Context: an optimization exercise on an open-source flow, tuned for small area, a short achievable clock period and few clock cycles. The choices shown serve that exercise and are no tape-out recipe. At most, simulation tests tie the RTL to the original design; equivalence was not proved.

// canopy_fec_tx
module canopy_fec_tx (
    input  wire        clk,
    input  wire        rst,         
    input  wire        start,
    input  wire [30:0] seed,
    input  wire        in_valid,
    output wire        in_ready,
    input  wire [9:0]  in_sym,
    output reg         out_valid,
    input  wire        out_ready,
    output reg  [13:0] out_trits,
    output reg         out_first    
);
    function [159:0] rs_prod(input [9:0] f);
        reg [75:0] x;
        begin
            x[0] = f[0];
            x[1] = f[1];
            x[2] = f[2];
            x[3] = f[3];
            x[4] = f[4];
            x[5] = f[5];
            x[6] = f[6];
            x[7] = f[7];
            x[8] = f[8];
            x[9] = f[9];
            x[10] = x[3] ^ x[7];
            x[11] = x[5] ^ x[9];
            x[12] = x[2] ^ x[6];
            x[13] = x[4] ^ x[8];
            x[14] = x[0] ^ x[1];
            x[15] = x[9] ^ x[10];
            x[16] = x[1] ^ x[11];
            x[17] = x[8] ^ x[12];
            x[18] = x[13] ^ x[14];
            x[19] = x[0] ^ x[13];
            x[20] = x[4] ^ x[12];
            x[21] = x[3] ^ x[5];
            x[22] = x[4] ^ x[6];
            x[23] = x[3] ^ x[11];
            x[24] = x[5] ^ x[7];
            x[25] = x[5] ^ x[10];
            x[26] = x[2] ^ x[4];
            x[27] = x[7] ^ x[14];
            x[28] = x[10] ^ x[11];
            x[29] = x[2] ^ x[13];
            x[30] = x[12] ^ x[13];
            x[31] = x[6] ^ x[18];
            x[32] = x[6] ^ x[8];
            x[33] = x[0] ^ x[20];
            x[34] = x[11] ^ x[27];
            x[35] = x[2] ^ x[8];
            x[36] = x[1] ^ x[17];
            x[37] = x[1] ^ x[20];
            x[38] = x[2] ^ x[19];
            x[39] = x[7] ^ x[16];
            x[40] = x[10] ^ x[16];
            x[41] = x[3] ^ x[9];
            x[42] = x[7] ^ x[9];
            x[43] = x[0] ^ x[12];
            x[44] = x[0] ^ x[22];
            x[45] = x[12] ^ x[15];
            x[46] = x[0] ^ x[6];
            x[47] = x[10] ^ x[14];
            x[48] = x[14] ^ x[21];
            x[49] = x[1] ^ x[15];
            x[50] = x[1] ^ x[25];
            x[51] = x[3] ^ x[16];
            x[52] = x[14] ^ x[23];
            x[53] = x[0] ^ x[2];
            x[54] = x[0] ^ x[21];
            x[55] = x[0] ^ x[35];
            x[56] = x[1] ^ x[21];
            x[57] = x[1] ^ x[22];
            x[58] = x[1] ^ x[24];
  ...
Size in the first run: about 1300 cells after synthesis.
==> flow/config.mk <==
export PLATFORM = sky130hd
export DESIGN_NAME = canopy_fec_tx
export DESIGN_NICKNAME = canopy_fec_tx
export VERILOG_FILES = /design/flow/design.v
export SDC_FILE = /design/flow/constraint.sdc
export NUM_CORES = 4
export LEC_CHECK = 0
export ABC_CLOCK_PERIOD_IN_PS = 4000
export CAP_MARGIN = 20
export CORE_MARGIN = 2
export CORE_UTILIZATION = 55
export CTS_BUF_LIST = sky130_fd_sc_hd__clkbuf_16
export CTS_CLUSTER_DIAMETER = 70
export CTS_CLUSTER_SIZE = 24
export SLEW_MARGIN = 20
==> flow/constraint.sdc <==
create_clock -name core_clock -period 13.0 [get_ports {clk}]
set_input_delay 2.6000 -clock core_clock [delete_from_list [all_inputs] [get_ports {clk}]]
set_output_delay 2.6000 -clock core_clock [all_outputs]
set_load 0.01 [all_outputs]
standard.sh (not shown) runs the stock make flow with config.mk's settings and CLKGATE_MAP_FILE= SYNTH_SCRIPT=/design/flow/synth_recipe.tcl, a recipe that flattens the netlist after the stock synthesis.
==> flow/flow/run.sh <==
#!/bin/bash
# Own layout flow: the standard synthesis and layout, with the timing
# repair asked to keep a setup margin so that paths end up well below the
# 13 ns clock period the layout is constrained and signed off at.
set -euo pipefail
bash standard.sh synth > synth.log 2>&1
bash standard.sh finish SETUP_SLACK_MARGIN=9.3 > layout.log 2>&1
The first run produced a clean layout.
Rerun with:
==> flow/flow/run.sh (replaced) <==
#!/bin/bash
# Own layout flow: the standard synthesis and layout, with
# - the timing repair asked to keep a setup margin, so that paths end up
#   well below the 13 ns clock period the layout is constrained and signed
#   off at;
# - the port buffers made of the smallest buffer (timing repair resizes the
#   ones on critical paths);
# - clock tree synthesis without dummy load cells.
set -euo pipefail
bash standard.sh synth > synth.log 2>&1
bash standard.sh finish SETUP_SLACK_MARGIN=9.3 \
    "BUFFER_PORTS_ARGS=-buffer_cell sky130_fd_sc_hd__buf_1" \
    "CTS_ARGS=-sink_clustering_enable -repair_clock_nets -buf_list sky130_fd_sc_hd__clkbuf_8 -sink_clustering_size 14 -sink_clustering_max_diameter 50 -dont_use_dummy_load" \
    > layout.log 2>&1
- CTS_BUF_LIST: sky130_fd_sc_hd__clkbuf_16 -> sky130_fd_sc_hd__clkbuf_8
- CTS_CLUSTER_DIAMETER: 70 -> 50
- CTS_CLUSTER_SIZE: 24 -> 14
Effect: Final area went down by 4.0%. Wire length went down by 1.9%. Clock skew climbs by 0.059 ns. Hold slack gets better by 0.0048 ns. Utilization goes down by 2.5 points. Worst setup slack improves by 0.036 ns. Global-route usage drops by 0.45 points.
No functional check of the RTL was part of any run of this note.

---

== v36 ==
canopy_fec_tx, a different RTL version from the one above (not shown whole).
Size: ~63 I/O pins, about 15000 sq um of cells after synthesis.
export LEC_CHECK = 0
export ABC_CLOCK_PERIOD_IN_PS = 4000
export CAP_MARGIN = 5
export CORE_MARGIN = 2
export CORE_UTILIZATION = 55
export CTS_BUF_LIST = sky130_fd_sc_hd__clkbuf_8
export CTS_CLUSTER_DIAMETER = 50
export CTS_CLUSTER_SIZE = 14
export SLEW_MARGIN = 5
create_clock -name core_clock -period 13.0 [get_ports {clk}]
==> flow/flow/run.sh <==
#!/bin/bash
# Own layout flow: the standard synthesis and layout, with
# - the timing repair asked to keep a setup margin, so that paths end up
#   well below the 13 ns clock period the layout is constrained and signed
#   off at;
# - the port buffers made of the smallest buffer (timing repair resizes the
#   ones on critical paths);
# - clock tree synthesis without dummy load cells.
set -euo pipefail
bash standard.sh synth > synth.log 2>&1
bash standard.sh finish SETUP_SLACK_MARGIN=9.3 \
    "BUFFER_PORTS_ARGS=-buffer_cell sky130_fd_sc_hd__buf_1" \
    "CTS_ARGS=-sink_clustering_enable -repair_clock_nets -buf_list sky130_fd_sc_hd__clkbuf_8 -sink_clustering_size 14 -sink_clustering_max_diameter 50 -dont_use_dummy_load" \
    > layout.log 2>&1
Testbench counts of v36, summed over its fixed seeds: cycles 52,368.
diff inputs: v36 => v18
- CTS_CLUSTER_SIZE changed from 14 to 30
- CTS_BUF_LIST changed from sky130_fd_sc_hd__clkbuf_8 to sky130_fd_sc_hd__clkbuf_16
- SLEW_MARGIN changed from 5 to 20
- CAP_MARGIN changed from 5 to 20
- CTS_CLUSTER_DIAMETER changed from 50 to 100
diff --git a/flow/flow/run.sh b/flow/flow/run.sh
--- a/flow/flow/run.sh
+++ b/flow/flow/run.sh
@@ -11,4 +11,4 @@
 bash standard.sh finish SETUP_SLACK_MARGIN=9.3 \
     "BUFFER_PORTS_ARGS=-buffer_cell sky130_fd_sc_hd__buf_1" \
-    "CTS_ARGS=-sink_clustering_enable -repair_clock_nets -buf_list sky130_fd_sc_hd__clkbuf_8 -sink_clustering_size 14 -sink_clustering_max_diameter 50 -dont_use_dummy_load" \
+    "CTS_ARGS=-sink_clustering_enable -repair_clock_nets -buf_list sky130_fd_sc_hd__clkbuf_16 -sink_clustering_size 30 -sink_clustering_max_diameter 100 -dont_use_dummy_load" \
     > layout.log 2>&1
- Diff v36 -> v18: setup slack higher, number of DRC markers in iteration 0 higher, area after synthesis roughly the same, share of the clock period used by the worst path roughly the same, cell area after layout lower.
- Between v18 and v36, it is v18 whose post-route non-filler standard cell count is lower, by 21.
- NOTE: wire length in v18 falls short of that of v36
- Measured against each other, v36 and v18 differ in sequential share of layout area, the higher figure coming from v18.

---

== run A ==
Another version of the RTL of canopy_fec_tx (not shown whole).
Size in the first run: roughly 1300 cells after synthesis, about 63 I/O pins.
export LEC_CHECK = 0
export ABC_CLOCK_PERIOD_IN_PS = 4000
export CAP_MARGIN = 20
export CORE_MARGIN = 2
export CORE_UTILIZATION = 55
export CTS_BUF_LIST = sky130_fd_sc_hd__clkbuf_8
export CTS_CLUSTER_DIAMETER = 50
export CTS_CLUSTER_SIZE = 14
export SLEW_MARGIN = 20
create_clock -name core_clock -period 13.0 [get_ports {clk}]
==> flow/flow/run.sh <==
#!/bin/bash
# Own layout flow: the standard synthesis and layout, with the timing
# repair asked to keep a setup margin so that paths end up well below the
# 13 ns clock period the layout is constrained and signed off at.
set -euo pipefail
bash standard.sh synth > synth.log 2>&1
bash standard.sh finish SETUP_SLACK_MARGIN=9.4 > layout.log 2>&1
Run A: no failed stages, no open violations at the end
Testbench counts of run A, summed over its fixed seeds: cycles 52,368.
#### Input delta (run B over run A)
Settings: an added ABC_AREA of 1; a deleted ABC_CLOCK_PERIOD_IN_PS that had been 4000.
Findings:
Delta (run B minus run A): post-layout instance count excluding filler cells rose by about 22%, worst setup slack rose by 0.052 ns.
Taking run A as the reference, in run B total wirelength of the detailed-routed design shows an increase of 8.6%; portion of the clock cycle consumed by the worst path in the final layout shows a reduction of 0.40 points.
[inputs] run C vs run B
Settings: removing CTS_BUF_LIST (formerly sky130_fd_sc_hd__clkbuf_8); setting ABC_CLOCK_PERIOD_IN_PS to 4000 for the first time; removing ABC_AREA (formerly 1); removing CTS_CLUSTER_DIAMETER (formerly 50); removing CTS_CLUSTER_SIZE (formerly 14).
Notes after the runs:
- Run B -> run C: via density per instance increased by a few percent
- Run C vs run B: wire length on met1 down in run C
- Run C ends up with a detailed-route wire length that is 3.5 mm lower than in run B.
- Filler-free cell count of the finished design delta for run C relative to run B: about 18% lower
- Compare run B and run C | core box area lower: run C
- Run C falls short of run B in worst slew slack as a fraction of its limit.
- Run B has lower synthesized area divided by synthesized cell count than run C.
- Sort run B and run C by clock network latency to the later pin of the worst-skew pair asc -> top: run C
- Comparing run B with run C, the slack of the critical path came out essentially unchanged.
- Share of final-layout standard cells stronger than drive strength 1, run B and run C: higher on run C

---

canopy_fec_tx, a different RTL version from the one above (not shown whole).
Size in the first run: about 1500 cells after synthesis, ~63 I/O pins.
==> flow/config.mk <==
export PLATFORM = sky130hd
export DESIGN_NAME = canopy_fec_tx
export DESIGN_NICKNAME = canopy_fec_tx
export VERILOG_FILES = /design/flow/design.v
export SDC_FILE = /design/flow/constraint.sdc
export NUM_CORES = 4
export LEC_CHECK = 0
export ABC_CLOCK_PERIOD_IN_PS = 4000
export CAP_MARGIN = 20
export CORE_MARGIN = 2
export CORE_UTILIZATION = 40
export SLEW_MARGIN = 20
==> flow/constraint.sdc <==
create_clock -name core_clock -period 13.0 [get_ports {clk}]
set_input_delay 2.6000 -clock core_clock [delete_from_list [all_inputs] [get_ports {clk}]]
set_output_delay 2.6000 -clock core_clock [all_outputs]
set_load 0.01 [all_outputs]
==> flow/flow/run.sh <==
#!/bin/bash
# Own layout flow: the standard synthesis and layout, with the timing
# repair asked to keep a setup margin so that paths end up well below the
# 13 ns clock period the layout is constrained and signed off at.
set -euo pipefail
bash standard.sh synth > synth.log 2>&1
bash standard.sh finish SETUP_SLACK_MARGIN=9.2 > layout.log 2>&1
Edit:
==> flow/run.sh (new file) <==
#!/bin/bash
# synth_recipe.tcl (not shown) runs the flow's synth.tcl, then flattens the netlist and writes it again
# the make line also repeats each setting of config.mk as NAME=value (left out here)
make -C /OpenROAD-flow-scripts/flow DESIGN_CONFIG=/design/flow/config.mk WORK_HOME=/design/flow/orfs CLKGATE_MAP_FILE= SYNTH_SCRIPT=/design/flow/synth_recipe.tcl finish
removed: flow/flow/run.sh
removed: flow/standard.sh
Result:
- non-clock buffer count decreases by 48
- cell area decreases by 4.9%
- setup slack got worse by 0.91 ns
- die area does not change
- synthesized cell count stays the same
Edit:
--- a/flow/config.mk
+++ b/flow/config.mk
@@ -8 +8 @@
-export ABC_CLOCK_PERIOD_IN_PS = 4000
+export ABC_AREA = 1
Result: The changed run completed with no timing, DRC or antenna violations; worst setup slack is worse by 0.59 ns; via count rose by 24%; wire length came out higher by about 20%; global-route usage grows by 2.1 points; clock-buffer cell count drops by 12.
No run of this note included a check of the RTL's function; only the layout flow was run.

---

old:
The RTL this note starts from:
==> flow/design.v <==
module canopy_fec_tx (
    input  wire        clk,
    input  wire        rst,         
    input  wire        start,
    input  wire [30:0] seed,
    input  wire        in_valid,
    output wire        in_ready,
    input  wire [9:0]  in_sym,
    output reg         out_valid,
    input  wire        out_ready,
    output reg  [13:0] out_trits,
    output reg         out_first    
);
    localparam integer K = 528;
    localparam integer GROUPS_PER_SF = 5440;
    function [9:0] gf_mul(input [9:0] a, input [9:0] b);
        integer i;
        reg [9:0] acc;
        reg [9:0] sh;
        begin
            acc = 10'd0;
            sh  = a;
            for (i = 0; i < 10; i = i + 1) begin
                if (b[i])
                    acc = acc ^ sh;
                sh = {sh[8:0], 1'b0} ^ (sh[9] ? 10'h009 : 10'h000);
            end
            gf_mul = acc;
        end
    endfunction
    function [9:0] gen_coef(input integer i);
        case (i)
            0:  gen_coef = 10'h378;
            1:  gen_coef = 10'h3c0;
            2:  gen_coef = 10'h2ea;
            3:  gen_coef = 10'h1cd;
            4:  gen_coef = 10'h253;
            5:  gen_coef = 10'h0da;
            6:  gen_coef = 10'h269;
            7:  gen_coef = 10'h0cc;
            8:  gen_coef = 10'h01b;
            9:  gen_coef = 10'h2e8;
            10: gen_coef = 10'h3ed;
            11: gen_coef = 10'h28a;
            12: gen_coef = 10'h2d4;
            13: gen_coef = 10'h2ec;
            14: gen_coef = 10'h226;
            default: gen_coef = 10'h238;
        endcase
    endfunction
    reg        in_ready_r;
    reg  [9:0] sym_q;           
    reg        v_q;
    reg  [9:0] acnt;            
    reg  [3:0] pcnt;            
    reg        flush;           
    reg  [9:0] par [0:15];
    reg [30:0] scr;
    reg [19:0] gw;              
    reg  [4:0] cnt;
    reg [10:0] e_q;             
    reg        e_v, e_first;
    reg [12:0] grp_cnt;
    assign in_ready = in_ready_r;
    wire acc       = in_valid & in_ready_r & ~start & ~rst;
    wire room      = (cnt <= 5'd10);
    wire par_phase = (acnt == K[9:0]) & ~v_q;
    wire push_d    = v_q & room;
    wire push_p    = par_phase & (flush | room);
    wire push      = push_d | push_p;
    wire push_w    = push & ~flush;
    wire wrap      = push_p & (pcnt == 4'd15);
    wire [9:0] fb     = v_q ? (sym_q ^ par[15]) : 10'd0;
    wire [9:0] cw_sym = v_q ? sym_q : par[15];
    reg  [9:0] key;
    integer b;
    always @(*)
        for (b = 0; b < 10; b = b + 1)
            key[9-b] = scr[30-b] ^ scr[27-b];
    wire [9:0] s = cw_sym ^ key;
    wire [29:0] z = {gw, s};
    wire [10:0] grp = z[cnt + 5'd9 -: 11];
    wire        have = push_w ? (cnt != 5'd0) : (cnt >= 5'd11);
    wire adv_out = ~out_valid | out_ready;
    wire adv_e   = ~e_v | adv_out;
    wire pop     = adv_e & have;
    wire [4:0] cnt_next = cnt + (push_w ? 5'd10 : 5'd0) - (pop ? 5'd11 : 5'd0);
    wire [9:0] acnt_base = wrap ? 10'd0 : acnt;
    wire [9:0] acnt_next = acnt_base + {9'd0, acc};
    wire       v_next    = acc | (v_q & ~push_d);
    wire       room_next = (cnt_next <= 5'd10);
    wire [3:0] pcnt_next = push_p ? pcnt + 4'd1 : pcnt;
    wire       flush_next = flush & ~wrap;
    wire       par_next  = (acnt_next == K[9:0]) & ~v_next;
    wire       ready_next =
        ((acnt_next != K[9:0]) & (~v_next | room_next)) |
        (par_next & (pcnt_next == 4'd15) & (flush_next | room_next));
    integer i;
    always @(posedge clk) begin
        sym_q <= acc ? in_sym : sym_q;
        if (push) begin
            par[0] <= gf_mul(fb, gen_coef(0));
            for (i = 1; i < 16; i = i + 1)
                par[i] <= par[i-1] ^ gf_mul(fb, gen_coef(i));
        end
        if (push_w)
            gw <= {gw[9:0], s};
        if (start)
            scr <= seed;
        else if (push_w)
            scr <= {scr[20:0], key};
    end
    always @(posedge clk) begin
        if (rst || start) begin
            in_ready_r <= 1'b0;
            v_q        <= 1'b0;
            acnt       <= K[9:0];
            pcnt       <= 4'd0;
            flush      <= 1'b1;
            cnt        <= 5'd0;
        end else begin
            in_ready_r <= ready_next;
            v_q        <= v_next;
            acnt       <= acnt_next;
            pcnt       <= pcnt_next;
            flush      <= flush_next;
            cnt        <= cnt_next;
        end
    end
    reg  [13:0] trits;
    reg  [10:0] v;
    integer t;
    always @(*) begin
        v = e_q;
        for (t = 0; t < 7; t = t + 1) begin
            trits[2*t +: 2] = v % 3;
            v = v / 3;
        end
    end
    always @(posedge clk) begin
        if (rst || start) begin
            e_v       <= 1'b0;
            out_valid <= 1'b0;
            grp_cnt   <= 13'd0;
        end else begin
            if (adv_e) begin
                e_v <= have;
                if (have) begin
                    e_q     <= grp;
                    e_first <= (grp_cnt == 13'd0);
                    grp_cnt <= (grp_cnt == GROUPS_PER_SF - 1) ? 13'd0 : grp_cnt + 13'd1;
                end
            end
            if (adv_out) begin
                out_valid <= e_v;
                out_trits <= trits;
                out_first <= e_first;
            end
        end
    end
endmodule
make LEC_CHECK=0 ABC_CLOCK_PERIOD_IN_PS=3500 CAP_MARGIN=20 CORE_MARGIN=2 CORE_UTILIZATION=40 SLEW_MARGIN=20 finish   # period 13.0 ns
run.sh (not shown) runs the stock make flow with config.mk's settings and CLKGATE_MAP_FILE= SYNTH_SCRIPT=/design/flow/synth_recipe.tcl, a recipe that flattens the netlist after the stock synthesis.
Stock flow here: none of the scripts above is used.
old ended with every stage complete and zero timing, DRC or antenna violations.
What new does differently from old at the input level:
- clearing ABC_CLOCK_PERIOD_IN_PS, which used to be 3500
- putting ABC_AREA at 1 where nothing was set
Results
Summary of new over old: share of the core filled with cells in the final layout increased 0.31 points, worst slack at placement increased 0.28 ns, non-clock buffer count went down 18, layout-stage area growth over the synthesis result now sits at about the same level, area used by sequential logic in the layout barely changed. new gives less placed instance area than old did. Diff old -> new | number of clock buffers in the layout | increase of 6. new vs. old: first-pass GRT wire length dropped 5.7 mm, cell count rose by 10%, net count after synthesis now larger.
No functional check of the RTL was part of any run of this note.

re-timing with driven ports:
Ports are ideal in the flow. The routed layouts listed here were re-timed in OpenROAD. Step 1, drivers: a clkbuf_16 drives clk and a buf_2 each remaining input, both assumed. Step 2, shift: input delay + t, output delay - t, t = (earliest + latest rising clock arrival at the registers) / 2. This alone moves slack from input paths to output paths. Slacks: ideal / step 1 / step 2; pairs: ideal / step 1.
run | t (ns) | setup WS [ns] | hold WS [ns] | worst setup path after step 2
the first run of note 1 | 0.581 | 9.336 / 9.287 / 8.821 | 0.423 / 0.423 / 0.423 | input to register
the second run of note 1 | 0.555 | 9.371 / 9.327 / 8.866 | 0.428 / 0.428 / 0.428 | input to register
v36 | 0.560 | 9.320 / 9.273 / 8.924 | 0.417 / 0.417 / 0.417 | input to register
v18 | 0.519 | 9.323 / 9.273 / 8.951 | 0.426 / 0.426 / 0.426 | input to register
run A | 0.657 | 9.251 / 9.203 / 8.899 | 0.428 / 0.428 / 0.428 | input to register
run B | 0.642 | 9.303 / 9.257 / 8.827 | 0.449 / 0.449 / 0.449 | input to register
run C | 0.605 | 9.305 / 9.254 / 8.967 | 0.428 / 0.428 / 0.428 | input to register
the first run of note 4 | 0.597 | 8.421 / 8.421 / 8.421 | 0.419 / 0.419 / 0.419 | register to register
the second run of note 4 | 0.599 | 7.515 / 7.515 / 7.515 | 0.435 / 0.435 / 0.435 | register to register
the third run of note 4 | 0.637 | 6.926 / 6.926 / 6.926 | 0.433 / 0.433 / 0.433 | register to register
old | 0.595 | 0.718 / 0.718 / 0.718 | 0.431 / 0.431 / 0.431 | register to register
new | 0.585 | 1.025 / 1.025 / 1.025 | 0.436 / 0.436 / 0.436 | register to register
After both steps every run listed still meets setup and hold. For the first run of note 1, which loses most, drivers alone change the setup slack by -0.049 ns; drivers and shift together by -0.515 ns.
